From an optimization exercise on the open Yosys and OpenROAD flow, aimed at small area, a short achievable clock period and few clock cycles; shortcuts taken in it are not production practice.
In this exercise RTL edits were held to simulation tests only and were not proved equivalent to the original.
Power and IR drop assume default switching activity.

==> flow/design.v <==
module plait_decoder (
    input  wire        clk,
    input  wire        rst,
    input  wire        start,
    input  wire [18:0] cfg_comp_length,
    input  wire [6:0]  cfg_line_count,
    input  wire [2:0]  cfg_code_width,
    input  wire [12:0] cfg_line_bytes,
    input  wire [31:0] cfg_block_number,
    output wire        idle,
    input  wire        in_valid,
    input  wire [7:0]  in_data,
    output wire        in_ready,
    output reg         out_valid,
    output reg  [7:0]  out_data,
    output wire        hist_rd_en,
    output wire [12:0] hist_rd_addr,
    input  wire [7:0]  hist_rd_data,
    output reg         done,
    output wire [15:0] result
);
    localparam [2:0] C_HDR_INV = 3'd0,
                     C_HDR_MIS = 3'd1,
                     C_TOK_INV = 3'd2,
                     C_OVERRUN = 3'd3,
                     C_REF_INV = 3'd4,
                     C_TRUNC   = 3'd5,
                     C_LEN_MIS = 3'd6,
                     C_CRC_MIS = 3'd7;
    localparam [31:0] CRC_RESIDUE = 32'hB798B438;
    localparam [2:0] PH_IDLE = 3'd0,
                     PH_HDR  = 3'd1,
                     PH_HC1  = 3'd2,
                     PH_HC2  = 3'd3,
                     PH_RUN  = 3'd4;
    localparam [3:0] P_IDLE  = 4'd0,
                     P_CTRL  = 4'd1,
                     P_DEC   = 4'd2,
                     P_EXT0  = 4'd3,
                     P_EXT1  = 4'd4,
                     P_ADD   = 4'd5,
                     P_OPCHK = 4'd6,
                     P_OP0   = 4'd7,
                     P_OP1   = 4'd8,
                     P_D     = 4'd9,
                     P_CHK   = 4'd10,
                     P_RDY   = 4'd11,
                     P_WLIT  = 4'd12;
    localparam [1:0] K_DATA = 2'd0,
                     K_END  = 2'd1,
                     K_ERR  = 2'd2;
    localparam [1:0] E_IMM   = 2'd0,
                     E_LIT   = 2'd1,
                     E_MATCH = 2'd2,
                     E_CRC   = 2'd3;
    localparam [1:0] S_IMM  = 2'd0,
                     S_HIST = 2'd1,
                     S_F1   = 2'd2,
                     S_F2   = 2'd3;
    reg [2:0]  ph;
    reg [18:0] rcl;       
    reg [12:0] rlb;
    reg [6:0]  rlc;
    reg [2:0]  rcw;
    reg [31:0] rbn;
    reg        h_inv, h_mis, h_stored;
    reg [4:0]  hidx;      
    reg        hv;        
    reg [2:0]  mcnt;      
    reg [7:0]  ib;        
    reg [18:0] trem;      
    reg [12:0] tpos;      
    reg        tsat;      
    reg [3:0]  ps;
    reg [16:0] p_n;
    reg [7:0]  op0, op1;  
    reg        dneg;
    reg [12:0] p_src;
    reg        p_f1, p_f2;
    reg [1:0]  p_cls;
    reg [2:0]  p_code;
    reg        e_act;
    reg [1:0]  e_typ;
    reg [18:0] e_cnt;
    reg [12:0] e_addr;
    reg [7:0]  e_fill;
    reg        e_f1, e_f2;
    reg        fin;
    reg        s1_v, s1_c;
    reg [1:0]  s1_sel;
    reg [7:0]  s1_imm;
    reg        o_c;
    reg [7:0]  o_prev;
    reg [31:0] crc;
    reg        r_nz;
    reg [2:0]  r_code;
    function [31:0] crc32c_byte;
        input [31:0] c;
        input [7:0]  b;
        integer k;
        reg [31:0] x;
        begin
            x = c ^ {24'd0, b};
            for (k = 0; k < 8; k = k + 1)
                x = x[0] ? ((x >> 1) ^ 32'h82F63B78) : (x >> 1);
            crc32c_byte = x;
        end
    endfunction
    assign idle   = (ph == PH_IDLE);
    assign result = {5'd0, r_nz, r_nz, r_nz, 3'd0, r_nz, 1'b0, r_code};
    wire [2:0] kind = ib[7:5];
    wire [4:0] len  = ib[4:0];
    wire p_in  = (ps == P_CTRL) || (ps == P_EXT0) || (ps == P_EXT1)
              || (ps == P_OP0) || (ps == P_OP1);
    wire e_in  = e_act && e_typ[0];                     
    assign in_ready = ((ph == PH_HDR) && !hidx[4]) || ((ph == PH_RUN) && (p_in || e_in));
    wire take  = in_valid && in_ready;
    wire e_last  = (e_cnt == 19'd1);
    wire e_issue = e_act && (!e_typ[0] || in_valid);
    assign hist_rd_en   = e_act && (e_typ == E_MATCH);
    assign hist_rd_addr = e_addr;
    wire        rem_z   = (rcl == 19'd0);
    wire        rem_lt2 = (rcl[18:1] == 18'd0);
    wire        lit_tr  = {2'd0, p_n} > rcl;
    wire        overrun = {2'd0, p_n} > trem;
    wire [15:0] dd      = {op1, op0};
    wire        ref_bad = dneg || (dd == 16'd0) || (dd > 16'd8192)
                       || (!tsat && ({3'd0, tpos} < dd));
    wire [16:0] near_d  = {4'd0, rlb} - {{9{op0[7]}}, op0};
    wire e_free  = !e_act || (e_last && !e_typ[0]);
    wire commit  = (ph == PH_RUN) && (ps == P_RDY) && ((p_cls == K_DATA) ? e_free : !e_act);
    wire [17:0] tsum = {5'd0, tpos} + {1'b0, p_n};
    always @(posedge clk) begin
        if (rst) begin
            ph        <= PH_IDLE;
            ps        <= P_IDLE;
            hv        <= 1'b0;
            mcnt      <= 3'd0;
            e_act     <= 1'b0;
            fin       <= 1'b0;
            s1_v      <= 1'b0;
            s1_c      <= 1'b0;
            out_valid <= 1'b0;
            o_c       <= 1'b0;
            done      <= 1'b0;
            r_nz      <= 1'b0;
            r_code    <= 3'd0;
        end else begin
            done <= 1'b0;
            s1_v <= e_issue && (e_typ != E_CRC);
            s1_c <= e_issue && (e_typ == E_CRC);
            if (e_issue) begin
                s1_imm <= (e_typ == E_IMM) ? e_fill : in_data;
                s1_sel <= (e_typ != E_MATCH) ? S_IMM : e_f1 ? S_F1 : e_f2 ? S_F2 : S_HIST;
            end
            out_valid <= s1_v;
            o_c       <= s1_c;
            if (s1_v || s1_c) begin
                o_prev <= out_data;
                case (s1_sel)
                    S_IMM:   out_data <= s1_imm;
                    S_HIST:  out_data <= hist_rd_data;
                    S_F1:    out_data <= out_data;
                    default: out_data <= o_prev;
                endcase
            end
            if (out_valid || o_c)
                crc <= crc32c_byte(crc, out_data);
            if (e_issue) begin
                e_cnt  <= e_cnt - 19'd1;
                e_addr <= e_addr + 13'd1;
                if (e_last)
                    e_act <= 1'b0;
            end
            if (take && ph == PH_RUN)
                rcl <= rcl - 19'd1;
            if (ph == PH_IDLE) begin
                if (start) begin
                    rcl   <= cfg_comp_length;
                    rlc   <= cfg_line_count;
                    rcw   <= cfg_code_width;
                    rlb   <= cfg_line_bytes;
                    rbn   <= cfg_block_number;
                    hidx  <= 5'd0;
                    hv    <= 1'b0;
                    h_inv <= 1'b0;
                    h_mis <= 1'b0;
                    if (cfg_comp_length < 19'd21) begin
                        done   <= 1'b1;
                        r_nz   <= 1'b1;
                        r_code <= C_HDR_MIS;
                    end else begin
                        ph <= PH_HDR;
                    end
                end
            end
            if (ph == PH_HDR) begin
                hv <= take;
                if (take) begin
                    ib   <= in_data;
                    hidx <= hidx + 5'd1;
                end
                if (hv) begin
                    case (hidx)
                        5'd1: h_inv <= h_inv | (ib != 8'hA6);
                        5'd2: h_inv <= h_inv | (ib != 8'hD2);
                        5'd3: h_inv <= h_inv | (ib != 8'h01);
                        5'd4: begin
                            h_inv    <= h_inv | (ib[7:1] != 7'd0);
                            h_stored <= ib[0];
                        end
                        5'd5: begin
                            h_mis     <= h_mis | (ib != rcl[7:0]);
                            rcl[7:0]  <= ib;
                        end
                        5'd6: begin
                            h_mis     <= h_mis | (ib != rcl[15:8]);
                            rcl[15:8] <= ib;
                        end
                        5'd7: begin
                            h_mis      <= h_mis | (ib != {5'd0, rcl[18:16]});
                            h_inv      <= h_inv | (ib[7:3] != 5'd0);
                            rcl[18:16] <= ib[2:0];
                        end
                        5'd8: begin
                            h_mis <= h_mis | (ib != 8'd0);
                            h_inv <= h_inv | (ib != 8'd0);
                        end
                        5'd9: begin
                            h_mis     <= h_mis | (ib != rlb[7:0]);
                            rlb[7:0]  <= ib;
                        end
                        5'd10: begin
                            h_mis     <= h_mis | (ib != {3'd0, rlb[12:8]});
                            h_inv     <= h_inv | (ib[7:5] != 3'd0);
                            rlb[12:8] <= ib[4:0];
                        end
                        5'd11: begin
                            h_mis <= h_mis | (ib != {1'b0, rlc});
                            h_inv <= h_inv | (ib == 8'd0) | (ib > 8'd64);
                            rlc   <= ib[6:0];
                            trem  <= 19'd0;
                            mcnt  <= 3'd7;
                        end
                        5'd12: begin
                            h_mis <= h_mis | (ib != {5'd0, rcw});
                            h_inv <= h_inv | !((ib == 8'd1) || (ib == 8'd2) || (ib == 8'd4));
                            rcw   <= ib[2:0];
                        end
                        5'd13: h_mis <= h_mis | (ib != rbn[7:0]);
                        5'd14: h_mis <= h_mis | (ib != rbn[15:8]);
                        5'd15: h_mis <= h_mis | (ib != rbn[23:16]);
                        default: h_mis <= h_mis | (ib != rbn[31:24]);
                    endcase
                end
                if (hidx[4] && !hv && mcnt == 3'd0)
                    ph <= PH_HC1;
            end
            if (mcnt != 3'd0) begin
                mcnt <= mcnt - 3'd1;
                trem <= {trem[17:0], 1'b0} + (rlc[6] ? {6'd0, rlb} : 19'd0);
                rlc  <= {rlc[5:0], rlc[6]};
            end
            if (ph == PH_HC1) begin
                h_inv <= h_inv | (rcl < 19'd21) | (rcl > 19'd266240) | (rlb == 13'd0)
                       | (rlb > 13'd4096) | (rlb > {rcw, 10'd0});
                rcl   <= rcl - 19'd20;
                ph    <= PH_HC2;
            end
            if (ph == PH_HC2) begin
                crc  <= 32'hFFFFFFFF;
                tpos <= 13'd0;
                tsat <= 1'b0;
                if (h_inv || (h_stored && rcl != trem)) begin
                    done   <= 1'b1;
                    r_nz   <= 1'b1;
                    r_code <= C_HDR_INV;
                    ph     <= PH_IDLE;
                end else if (h_mis) begin
                    done   <= 1'b1;
                    r_nz   <= 1'b1;
                    r_code <= C_HDR_MIS;
                    ph     <= PH_IDLE;
                end else if (h_stored) begin
                    ph    <= PH_RUN;
                    e_act <= 1'b1;
                    e_typ <= E_LIT;
                    e_cnt <= trem;
                    ps    <= P_RDY;
                    p_cls <= K_END;
                end else begin
                    ph <= PH_RUN;
                    ps <= P_CTRL;
                end
            end
            if (ph == PH_RUN) begin
                case (ps)
                    P_CTRL: begin
                        if (rem_z) begin
                            p_cls  <= K_ERR;
                            p_code <= C_TRUNC;
                            ps     <= P_RDY;
                        end else if (take) begin
                            ib <= in_data;
                            ps <= P_DEC;
                        end
                    end
                    P_DEC: begin
                        p_n <= {12'd0, len} + 17'd1;
                        if (kind == 3'd7 || (kind == 3'd6 && len != 5'd0)) begin
                            p_cls  <= K_ERR;
                            p_code <= C_TOK_INV;
                            ps     <= P_RDY;
                        end else if (kind == 3'd6) begin
                            p_cls  <= (trem != 19'd0 || !rem_z) ? K_ERR : K_END;
                            p_code <= (trem != 19'd0) ? C_TRUNC : C_LEN_MIS;
                            ps     <= P_RDY;
                        end else if (len == 5'd31) begin
                            if (rem_lt2) begin
                                p_cls  <= K_ERR;
                                p_code <= C_TRUNC;
                                ps     <= P_RDY;
                            end else begin
                                ps <= P_EXT0;
                            end
                        end else begin
                            ps <= P_OPCHK;
                        end
                    end
                    P_EXT0: if (take) begin
                        p_n[7:0] <= in_data;
                        ps       <= P_EXT1;
                    end
                    P_EXT1: if (take) begin
                        p_n[16:8] <= {1'b0, in_data};
                        ps        <= P_ADD;
                    end
                    P_ADD: begin
                        p_n <= p_n + 17'd32;
                        ps  <= P_OPCHK;
                    end
                    P_OPCHK: begin
                        if ((kind == 3'd2 && lit_tr) || (kind == 3'd4 && rem_lt2)
                            || ((kind == 3'd1 || kind == 3'd5) && rem_z)) begin
                            p_cls  <= K_ERR;
                            p_code <= C_TRUNC;
                            ps     <= P_RDY;
                        end else if (kind == 3'd1 || kind == 3'd4 || kind == 3'd5) begin
                            ps <= P_OP0;
                        end else begin
                            ps <= P_D;
                        end
                    end
                    P_OP0: if (take) begin
                        op0 <= in_data;
                        ps  <= (kind == 3'd4) ? P_OP1 : P_D;
                    end
                    P_OP1: if (take) begin
                        op1 <= in_data;
                        ps  <= P_D;
                    end
                    P_D: begin
                        dneg <= 1'b0;
                        if (kind == 3'd3)
                            {op1, op0} <= {3'd0, rlb};
                        else if (kind == 3'd5)
                            {dneg, op1, op0} <= near_d;
                        ps <= P_CHK;
                    end
                    P_CHK: begin
                        p_src <= tpos - dd[12:0];
                        p_f1  <= (dd == 16'd1);
                        p_f2  <= (dd == 16'd2);
                        ps    <= P_RDY;
                        if (kind == 3'd4 && dd == 16'd0) begin
                            p_cls  <= K_ERR;
                            p_code <= C_TOK_INV;
                        end else if (overrun) begin
                            p_cls  <= K_ERR;
                            p_code <= C_OVERRUN;
                        end else if ((kind == 3'd3 || kind == 3'd4 || kind == 3'd5) && ref_bad) begin
                            p_cls  <= K_ERR;
                            p_code <= C_REF_INV;
                        end else begin
                            p_cls  <= K_DATA;
                        end
                    end
                    P_RDY: if (commit) begin
                        case (p_cls)
                            K_DATA: begin
                                e_act  <= 1'b1;
                                e_cnt  <= {2'd0, p_n};
                                e_typ  <= (kind == 3'd2) ? E_LIT : kind[2:1] != 2'd0 ? E_MATCH : E_IMM;
                                e_fill <= (kind == 3'd1) ? op0 : 8'd0;
                                e_addr <= p_src;
                                e_f1   <= p_f1;
                                e_f2   <= p_f2;
                                trem   <= trem - {2'd0, p_n};
                                tpos   <= tsum[12:0];
                                tsat   <= tsat | (tsum[17:13] != 5'd0);
                                ps     <= (kind == 3'd2) ? P_WLIT : P_CTRL;
                            end
                            K_END: begin
                                e_act <= 1'b1;
                                e_cnt <= 19'd4;
                                e_typ <= E_CRC;
                                fin   <= 1'b1;
                                ps    <= P_IDLE;
                            end
                            default: begin
                                done   <= 1'b1;
                                r_nz   <= 1'b1;
                                r_code <= p_code;
                                ph     <= PH_IDLE;
                                ps     <= P_IDLE;
                            end
                        endcase
                    end
                    P_WLIT: if (e_last && in_valid)
                        ps <= P_CTRL;
                    default: ;
                endcase
                if (fin && !e_act && !s1_c && !o_c) begin
                    fin    <= 1'b0;
                    done   <= 1'b1;
                    r_nz   <= (crc != CRC_RESIDUE);
                    r_code <= (crc != CRC_RESIDUE) ? C_CRC_MIS : 3'd0;
                    ph     <= PH_IDLE;
                end
            end
        end
    end
endmodule
==> flow/run.sh <==
#!/bin/bash
# synth_recipe.tcl (not shown) runs the flow's synth.tcl, then flattens the netlist and writes it again
# the make line also repeats each setting of config.mk as NAME=value (left out here)
make -C /OpenROAD-flow-scripts/flow DESIGN_CONFIG=/design/flow/config.mk WORK_HOME=/design/flow/orfs CLKGATE_MAP_FILE= SYNTH_SCRIPT=/design/flow/synth_recipe.tcl finish
==> flow/config.mk <==
export PLATFORM = sky130hd
export DESIGN_NAME = plait_decoder
export DESIGN_NICKNAME = plait_decoder
export VERILOG_FILES = /design/flow/design.v
export SDC_FILE = /design/flow/constraint.sdc
export NUM_CORES = 4
export LEC_CHECK = 0
export CAP_MARGIN = 20
export CORE_MARGIN = 2
export CORE_UTILIZATION = 40
export SLEW_MARGIN = 20
==> flow/constraint.sdc <==
create_clock -name core_clock -period 8.5 [get_ports {clk}]
set_input_delay 1.7000 -clock core_clock [delete_from_list [all_inputs] [get_ports {clk}]]
set_output_delay 1.7000 -clock core_clock [all_outputs]
set_load 0.01 [all_outputs]
==> summary.md <==
| Metric | Value |
|---|---|
| Outcome | timing/DRC/antenna clean |
| Final Hold Violating Endpoints | 0 |
| Worst-path clk slew | 0.06 ns |
| Critical-path cell with the highest stage delay | dfxtp_1 |
| Hpwl dp | 56.5 mm |
| Die Area | between 50000 and 60000 um2 |
| Crit path max fanout | 17 |
| Filler Cells Inserted | about 5100 |
| Fin area | roughly 25000 um2 |
| Clk buf depth | 3 |
| Post-route setup TNS | 0 ns |
| Max-cap violations | 0 |
| Crit-path cells | nor4b_2, a21oi_1, a21oi_1, or2_2, clkdlybuf4s50_1 |
| Max Fclk | ~210 MHz |
| Grt ovf | 0 |
| First DRT Iteration DRCs | roughly 1700 |
| Primary FF master, synth | edfxtp_1 |
| Post-route insts no fill | around 3100 |
| Mapped Cells | 2327 |
| Drt wl/cell | 23.8 um |
| Clk root buf | clkbuf_16 |
| Number of cells on the critical path | 5 |
| Initial Util | 40.3% |
| Hold-fix buffers at CTS | 0 |
| Gp weighted congestion | between 0.9 and 1 |
| Pre-CTS WS | 4.12 ns |
| Largest cells by area after synthesis | edfxtp_1 (39%), xnor2_1 (7.1%), ha_1 (6.2%), nand2_1 (4.4%), a21oi_1 (3.7%) |
| DR vias | 18629 |
| CP startpoint | ps[3] |
| Setup violations, final | 0 |
| Hold Path Class | reg -> reg |
| Crit path DAT | 3.09 ns |
| RSZ-0062 raised after global routing | false |
| Reg2Reg Launch Point | rcl[2] |
| PwrDens | 228 nW/um2 |
| Static Leak | around 8.9 nW |
| Slew headroom | 26.6% |
| Crit. End Element | output port |
| Final worst setup slack | roughly 3.7 ns |
| Worst Hold Depth | 0 |
| CP peak stage delay | roughly 0.77 ns |
| R2R cell count | 10 |
| DRT Pass-1 Iters | 6 |
| Buffers & Inverters on Critical Path | 1 |
| Syn Std Cell Area | 21600 um2 |
| Setup Skew | 0.0306 ns |
| Top delay family on crit path | flip-flops |
| Cell with the most instances after synthesis | edfxtp_1 |
| Worst hold margin | about 0.43 ns |
| # DRC | 0 |
| Vias in the first global route | 17767 |
| Rows | 85 |
| Share of layout cells above drive strength 1 | ~6.8% |
| DRT antenna net count | 0 |
| Synth warn | 1 |
| Fin crit share | 56.4% |
| Worst EP required | 6.80 ns |
| Area of the core | about 54000 um2 |
| Maximum VDD drop | about 0.12 mV |
| Height of the die | ~240 um |
| FFs w/ async S/R, synth | 0% |
| Aggregate global-route resource usage | 26.1% |
| Hold_sp | p_f2 |
| Ports | between 100 and 150 |
| Setup CP Type | reg -> out |
| DRT Wirelength | 74.7 mm |
| Initial antenna violation count | 2 |
| Slew at the pin closest to its max-slew limit | 1.09 ns |
| Synth cell types | 92 |
| First-pass GRT wire length | 111 mm |
| Worst-Skew Late Latency | 0.58 ns |
| NumNets Final | 2615 |
| Post-cts sizing count | 0 |
| Die width | 236 um |
| # placed instances | slightly above 3000 |
| Placement Cell Area | 23500 um2 |
| Fin. max-slew vios | 0 |
| Vias per cell | roughly 6 |
| Post-synthesis register bit count | around 300 |
| Post-synth EDFFs | 279 |
| Most instantiated cells after synthesis | edfxtp_1 (279), nand2_1 (255), xnor2_1 (175) |
| Avg Inst Size Synth | a little over 9 um2 |
| IO buf count | between 100 and 150 |
| Part of the Yosys area used for sequential elements | 40.8% |
| Htree depth | 2 |
| Biggest area consumer among synthesized cells | edfxtp_1 |
| Area Growth Syn to Fin | 14.9% |
| Largest net degree at the start of global routing | 65 |
| TritonCTS Buffers | 39 |
| CP startpoint kind | flop |
| Final min period | 4.79 ns |
| Synth top area share | 38.8% |
| Count of clock tree sinks | 301 |
| CTS tree | done |
| Postcts setup bufs | 0 |
| CP most frequent cell | a21oi_1 |
[cell usage in the layout (no fill, tap or decap), types with 11 or more instances in the layout]
cell	synthesis	layout
inv_1	99	98
mux2_2	13	13
a221oi_1	11	11
a211oi_1	49	49
mux2i_1	19	19
and2_1	27	28
o22ai_1	15	15
or3_1	18	18
a22oi_1	27	27
clkbuf_16	0	39
dfxtp_1	22	22
a31oi_1	28	28
or2_2	14	14
nand2b_1	17	17
a21o_1	22	21
clkdlybuf4s50_1	0	126
nand4_1	25	25
nor4_1	37	36
nand2_1	255	254
buf_4	13	42
and3_1	26	26
nor2b_1	23	23
edfxtp_1	279	279
nor2_1	168	167
o31ai_1	20	20
xor2_1	54	54
ha_1	107	107
nor3_1	73	71
o21ai_0	152	152
o211ai_1	21	21
xnor2_1	175	175
a21oi_1	160	158
nand3_1	73	73
[registers in the layout, summed over array words and instances (netlist names), 13 cells and up]
signal	cells
crc	32
rbn	32
e_cnt	19
rcl	19
trem	19
p_n	17
e_addr	13
p_src	13
rlb	13
tpos	13
[final cells by class]
class | count | area [um2] | area share [%]
clock inverter | 26 | 352 | 1.42
clock buffer | 45 | 998 | 4.02
inverter | 100 | 378 | 1.52
timing repair buffer | 168 | 1580 | 6.35
multi-input combinational | 1799 | 11800 | 47.6
antenna | 3 | 7.51 | 0.0302
tap | 696 | 871 | 3.51
sequential | 301 | 8820 | 35.5
[through the flow]
step	utilization, %	total power, mW
2_1_floorplan	-	3.33
3_5_place_dp	43.8	3.89
4_1_cts	46.3	5.66
3_3_place_gp	43.7	3.86
5_1_grt	46.3	5.94
6_report	46.3	5.66
[cell families (layout without fill, tap and decap cells)]
kind of cell,Yosys count,in the layout,share of synthesized area (%)
AO/OA/AOI/OAI,602,602,17.6
XOR/XNOR,241,241,10.5
adder cells (fa/ha/maj),112,112,6.66
buffers and inverters,235,339,4.81
flip-flops,301,301,40.8
multiplexers,32,32,1.56
other,1,12,0.0174
AND/OR/NAND/NOR,803,803,18.1
[metal layers]
| layer | part of all wire, % | track usage, % | wire [um] | vias to the layer above |
|---|---|---|---|---|
| met3 | 6.3 | 3.74 | 4690 | 209 |
| met5 | 0.036 | 0 | 27 | - |
| met4 | 5.9 | 14.5 | 4410 | 4 |
| met2 | 46 | 42.5 | 34500 | 762 |
| li1 | - | - | - | 8713 |
| met1 | 42 | 33.5 | 31100 | 8941 |
[worst paths after layout]
path	to	slack [ns]
max	in_ready	3.71
min reg2reg	e_f2	0.43
min	e_f2	0.43
max reg2reg	p_code[0]	4.67
[power by group]
group          switching, mW  total, mW  internal (mW)
Clock                  0.696       1.76           1.06
Sequential             0.318       2.16           1.84
Combinational          0.993       1.75          0.752
Testbench counts, summed over its fixed seeds: cycles 892,583.

-- afterwards: timing with drivers on the ports --
Ports are ideal in the flow. The routed layout listed here was re-timed in OpenROAD. Step 1: set_driving_cell puts a clkbuf_16 on clk and a buf_2 on each other input, an assumption about the parent block. Step 2 times the ports against the registers' clock, not the clock port: input delays grow and output delays shrink by t, the midpoint of the rising clock arrivals with the driver on. Three values: no drivers, after step 1, after step 2; two values: the first two.
shift t [ns]: 0.625
slack for setup (ns): 3.706 / 3.647 / 4.057
worst slew at a driven data input, ns: 0.06
After both steps setup and hold are still met in this run. For this run, drivers alone change the setup slack by -0.059 ns; drivers and shift together by +0.351 ns.
